Source: an optimization exercise on an open RTL-to-GDS flow (aim: small area, a short achievable clock period and few clock cycles). Production flows keep margins and buffers that such runs may drop. At most, simulation tests tie the RTL to the original design; equivalence was not proved.

// pass_comparator
module pass_comparator (
    input  wire        clk,
    input  wire        rst,
    input  wire        start,
    input  wire        coded,       
    input  wire [1:0]  trap,        
    input  wire [1:0]  trap_tag,    
    input  wire [7:0]  p_len,       
    input  wire [7:0]  k_len,       
    output wire        ready,
    output reg         rd_en,
    output wire [6:0]  rd_addr,
    input  wire [63:0] p_value,
    input  wire [19:0] p_lii,
    input  wire [1:0]  p_tag,
    input  wire [63:0] k_value,
    input  wire [19:0] k_lii,
    input  wire [1:0]  k_tag,
    output reg         done,
    output reg  [3:0]  verdict,
    output wire [7:0]  word,
    output wire [63:0] sig
);
Settings: LEC_CHECK=0, CAP_MARGIN=20, CORE_MARGIN=2, CORE_UTILIZATION=40, SLEW_MARGIN=20, SYNTH_HIERARCHICAL=1; clock period 70.0 ns.
standard.sh (not shown) runs the stock make flow with config.mk's settings and CLKGATE_MAP_FILE= SYNTH_SCRIPT=/design/flow/synth_recipe.tcl, a recipe that flattens the netlist after the stock synthesis.
==> flow/flow/run.sh <==
#!/bin/bash
# The standard layout (standard.sh, its synthesis unchanged), with two
# changes to how the layout is made:
# - every input and output port is buffered by a plain buf_1 (repair may
#   resize it) instead of the delay buffer buffer_ports picks by itself;
set -euo pipefail
bash standard.sh synth > synth.log 2>&1
export BUFFER_PORTS_ARGS="-buffer_cell sky130_fd_sc_hd__buf_1"
export SETUP_SLACK_MARGIN=51.5
bash standard.sh floorplan > floorplan.log 2>&1
bash standard.sh place > place.log 2>&1
bash standard.sh cts > cts.log 2>&1
bash standard.sh route > route.log 2>&1
bash standard.sh finish > finish.log 2>&1
Testbench counts at the start, summed over its fixed seeds: cycles 28,467.
Edit:
==> flow/flow/run.sh (replaced) <==
#!/bin/bash
# The standard layout (standard.sh, its synthesis unchanged), except that
# every input and output port is buffered by a plain buf_1 (repair may resize
# it) instead of the delay buffer buffer_ports picks by itself.
# Each step's full output goes to a log file of its own here.
set -euo pipefail
bash standard.sh synth > synth.log 2>&1
export BUFFER_PORTS_ARGS="-buffer_cell sky130_fd_sc_hd__buf_1"
bash standard.sh floorplan > floorplan.log 2>&1
bash standard.sh place > place.log 2>&1
bash standard.sh cts > cts.log 2>&1
bash standard.sh route > route.log 2>&1
bash standard.sh finish > finish.log 2>&1
- GPL_TIMING_DRIVEN: not set -> 0
Result: The new run finished clean; final area falls by 0.83%; worst setup slack gets worse by 1.4 ns; area after synthesis does not change; final cell count stays flat; hold slack is about the same.

---

Another version of the RTL of pass_comparator (not shown whole).
Size in the first run: roughly 2900 cells after synthesis, roughly 120 flip-flops, ~23000 um^2 of cells after synthesis.
==> flow/config.mk <==
export PLATFORM = sky130hd
export DESIGN_NAME = pass_comparator
export DESIGN_NICKNAME = pass_comparator
export VERILOG_FILES = /design/flow/design.v
export SDC_FILE = /design/flow/constraint.sdc
export NUM_CORES = 4
export LEC_CHECK = 0
export CAP_MARGIN = 20
export CORE_MARGIN = 2
export CORE_UTILIZATION = 40
export SLEW_MARGIN = 20
export SYNTH_HIERARCHICAL = 1
==> flow/constraint.sdc <==
create_clock -name core_clock -period 70.0 [get_ports {clk}]
set_input_delay 14.0000 -clock core_clock [delete_from_list [all_inputs] [get_ports {clk}]]
set_output_delay 14.0000 -clock core_clock [all_outputs]
set_load 0.01 [all_outputs]
run.sh (not shown) runs the stock make flow with config.mk's settings and CLKGATE_MAP_FILE= SYNTH_SCRIPT=/design/flow/synth_recipe.tcl, a recipe that flattens the netlist after the stock synthesis.
Stock flow here: none of the scripts above is used.
Rerun with:
==> flow/flow/run.sh (new file) <==
#!/bin/bash
# The standard layout (standard.sh, its synthesis unchanged), with two
# changes to how the layout is made:
# - every input and output port is buffered by a plain buf_1 (repair may
#   resize it) instead of the delay buffer buffer_ports picks by itself;
set -euo pipefail
bash standard.sh synth > synth.log 2>&1
export BUFFER_PORTS_ARGS="-buffer_cell sky130_fd_sc_hd__buf_1"
export SETUP_SLACK_MARGIN=53
bash standard.sh floorplan > floorplan.log 2>&1
bash standard.sh place > place.log 2>&1
bash standard.sh cts > cts.log 2>&1
bash standard.sh route > route.log 2>&1
bash standard.sh finish > finish.log 2>&1
==> flow/standard.sh (new file) <==
#!/bin/bash
# synth_recipe.tcl (not shown) runs the flow's synth.tcl, then flattens the netlist and writes it again
# the make line also repeats each setting of config.mk as NAME=value (left out here)
make -C /OpenROAD-flow-scripts/flow DESIGN_CONFIG=/design/flow/config.mk WORK_HOME=/design/flow/orfs CLKGATE_MAP_FILE= SYNTH_SCRIPT=/design/flow/synth_recipe.tcl "${@:-finish}"
removed: flow/run.sh
Effect: Via count increases by 3.0%. Area after synthesis is unchanged. Hold slack is better by 19 ps.
No run of this note included a check of the RTL's function; only the layout flow was run.

---

Another version of the RTL of pass_comparator (not shown whole).
Size in the first run: roughly 2800 cells after synthesis, ~230 flip-flops, ~280 I/O pins, ~24000 sq um of cells after synthesis.
Settings: LEC_CHECK=0, CAP_MARGIN=20, CORE_MARGIN=2, CORE_UTILIZATION=40, CTS_CLUSTER_DIAMETER=100, CTS_CLUSTER_SIZE=20, SLEW_MARGIN=20, SYNTH_HIERARCHICAL=1; clock period 70.0 ns.
standard.sh (not shown) runs the stock make flow with config.mk's settings and CLKGATE_MAP_FILE= SYNTH_SCRIPT=/design/flow/synth_recipe.tcl, a recipe that flattens the netlist after the stock synthesis.
==> flow/flow/run.sh <==
#!/bin/bash
# The standard layout (standard.sh, its synthesis unchanged), except that
# every input and output port is buffered by a plain buf_1 (repair may resize
# it) instead of the delay buffer buffer_ports picks by itself.
# Each step's full output goes to a log file of its own here.
set -euo pipefail
bash standard.sh synth > synth.log 2>&1
export BUFFER_PORTS_ARGS="-buffer_cell sky130_fd_sc_hd__buf_1"
bash standard.sh floorplan > floorplan.log 2>&1
bash standard.sh place > place.log 2>&1
bash standard.sh cts > cts.log 2>&1
bash standard.sh route > route.log 2>&1
bash standard.sh finish > finish.log 2>&1
Testbench counts at the start, summed over its fixed seeds: cycles 28,851.
Then changed:
CAP_MARGIN = 5   (was 20)
SLEW_MARGIN = 5   (was 20)
The changed run ran to the end with no violations.
Clock skew came out lower by 11 ps.
Global-route usage stays flat.
Clock-buffer cell count stays the same.
Hold slack gets worse by 4.0 ps.
Sequential share of layout area barely changes.
Routed wire length hardly moves.
Die area is unchanged.
Critical path depth does not change.
Fmax barely changes.
Setup slack gets worse by 4.1 ps.
Then changed:
CTS_CLUSTER_DIAMETER = not set   (was 100)
CTS_CLUSTER_SIZE = not set   (was 20)
Outcome: Hold slack got worse by 5.5 ps; clock skew came out higher by 20 ps; global-route usage came out higher by 0.13 points; register-to-register slack got worse by 100 ps; count of clock-buffer cells in the layout came out higher by 16; routed wire length came out higher slightly; worst setup slack improved by 23 ps; first-iteration DRC count came out higher slightly; non-clock buffer count does not change.
Then changed:
CAP_MARGIN = 0   (was 5)
CTS_CLUSTER_DIAMETER = 130   (was not set)
CTS_CLUSTER_SIZE = 28   (was not set)
SLEW_MARGIN = 0   (was 5)
Effect: Routed wire length went down by 0.30%. Die area is unchanged. Cell area went down by 1.6%. Utilization went down by 0.73 points. Global-route usage went down by 0.13 points. Register-to-register slack gets better by 100 ps.

---

Setup of the previous run:
pass_comparator, a different RTL version from the one above (not shown whole).
For scale: about 2,800 cells after synthesis, ~94 flip-flops, ~280 I/O pins, ~0.022 mm2 of cells after synthesis.
export LEC_CHECK = 0
export CAP_MARGIN = 20
export CORE_MARGIN = 2
export CORE_UTILIZATION = 40
export GPL_TIMING_DRIVEN = 0
export SLEW_MARGIN = 20
export SYNTH_HIERARCHICAL = 1
create_clock -name core_clock -period 70.0 [get_ports {clk}]
==> flow/flow/run.sh <==
#!/bin/bash
# The standard layout (standard.sh, its synthesis unchanged), with two
# changes to how the layout is made:
# - every input and output port is buffered by a plain buf_1 (repair may
#   resize it) instead of the delay buffer buffer_ports picks by itself;
set -euo pipefail
bash standard.sh synth > synth.log 2>&1
export BUFFER_PORTS_ARGS="-buffer_cell sky130_fd_sc_hd__buf_1"
export SETUP_SLACK_MARGIN=52.5
bash standard.sh floorplan > floorplan.log 2>&1
bash standard.sh place > place.log 2>&1
bash standard.sh cts > cts.log 2>&1
bash standard.sh route > route.log 2>&1
bash standard.sh finish > finish.log 2>&1
Relative to the previous run, the following input files were edited for the current run:
Settings: GPL_TIMING_DRIVEN removed (was 0).
--- outcome ---
Compared with the previous run, in the current run number of antenna repair diodes fell by 2, post-route minimum period decreased by 9.3 ps relative to the old numbers, placed instance area barely changed.
No run of this note included a check of the RTL's function; only the layout flow was run.

---

pass_comparator, a different RTL version from the one above (not shown whole).
Size: ~2,900 cells after synthesis, ~230 flip-flops, ~24,000 um2 of cells after synthesis.
export LEC_CHECK = 0
export CAP_MARGIN = 20
export CORE_MARGIN = 2
export CORE_UTILIZATION = 40
export GPL_TIMING_DRIVEN = 0
export SLEW_MARGIN = 20
export SYNTH_HIERARCHICAL = 1
create_clock -name core_clock -period 70.0 [get_ports {clk}]
==> flow/flow/run.sh <==
#!/bin/bash
# The standard layout (standard.sh, its synthesis unchanged), except that
# every input and output port is buffered by a plain buf_1 (repair may resize
# it) instead of the delay buffer buffer_ports picks by itself.
# Each step's full output goes to a log file of its own here.
set -euo pipefail
bash standard.sh synth > synth.log 2>&1
export BUFFER_PORTS_ARGS="-buffer_cell sky130_fd_sc_hd__buf_1"
bash standard.sh floorplan > floorplan.log 2>&1
bash standard.sh place > place.log 2>&1
bash standard.sh cts > cts.log 2>&1
bash standard.sh route > route.log 2>&1
bash standard.sh finish > finish.log 2>&1
The starting point finished clean.
Rerun with:
==> flow/flow/run.sh (replaced) <==
#!/bin/bash
# The standard layout (standard.sh, its synthesis unchanged), with two
# changes to how the layout is made:
# - every input and output port is buffered by a plain buf_1 (repair may
#   resize it) instead of the delay buffer buffer_ports picks by itself;
set -euo pipefail
bash standard.sh synth > synth.log 2>&1
export BUFFER_PORTS_ARGS="-buffer_cell sky130_fd_sc_hd__buf_1"
export SETUP_SLACK_MARGIN=54.9
bash standard.sh floorplan > floorplan.log 2>&1
bash standard.sh place > place.log 2>&1
bash standard.sh cts > cts.log 2>&1
bash standard.sh route > route.log 2>&1
bash standard.sh finish > finish.log 2>&1
Settings changed: GPL_TIMING_DRIVEN 0 to not set.
=> The new run completed without violations; utilization rose by 2.1 points; routed wire length fell by 2.3%; fmax rose by 2.6%.
No functional check of the RTL was part of any run of this note.

-- what the ideal ports hide --
Ports are ideal in the flow. The routed layouts listed here were re-timed in OpenROAD. Step 1 (the two cells are an assumption about what drives the block):
set clk [get_ports {clk}]
set_driving_cell -lib_cell sky130_fd_sc_hd__clkbuf_16 $clk
set_driving_cell -lib_cell sky130_fd_sc_hd__buf_2 [delete_from_list [all_inputs] $clk]
Step 2 adds t to the input delays and takes it off the output delays; t is the mean of the earliest and latest rising clock arrival at the registers after step 1. Input paths then give back, and output paths get back, about the clock's delay inside the block. a / b / c = no drivers / after step 1 / after step 2; a / b = the first two.
run | shift t [ns] | slack for setup (ns) | clock arrival spread, ns
the first run of note 1 | 0.538 | 51.685 / 51.722 / 51.184 | 0.017 / 0.017
the second run of note 1 | 0.540 | 50.291 / 50.318 / 49.778 | 0.021 / 0.021
the first run of note 2 | 0.538 | 50.519 / 50.552 / 50.014 | 0.019 / 0.019
the second run of note 2 | 0.546 | 52.553 / 52.584 / 52.038 | 0.014 / 0.013
the first run of note 3 | 0.639 | 54.601 / 54.539 / 54.335 | 0.032 / 0.032
the second run of note 3 | 0.629 | 54.597 / 54.533 / 54.318 | 0.021 / 0.021
the third run of note 3 | 0.643 | 54.620 / 54.555 / 54.350 | 0.045 / 0.045
the fourth run of note 3 | 0.600 | 54.624 / 54.564 / 54.386 | 0.048 / 0.048
the previous run | 0.462 | 52.380 / 52.416 / 51.954 | 0.017 / 0.017
the current run | 0.454 | 52.390 / 52.420 / 51.966 | 0.022 / 0.022
the first run of note 5 | 0.673 | 54.387 / 54.328 / 54.051 | 0.048 / 0.048
the second run of note 5 | 0.675 | 54.788 / 54.722 / 54.348 | 0.015 / 0.015
After both steps setup and hold are still met in every run listed. The setup slack of the second run of note 2, which loses most, moves by +0.031 ns with the drivers and by -0.515 ns with both steps.
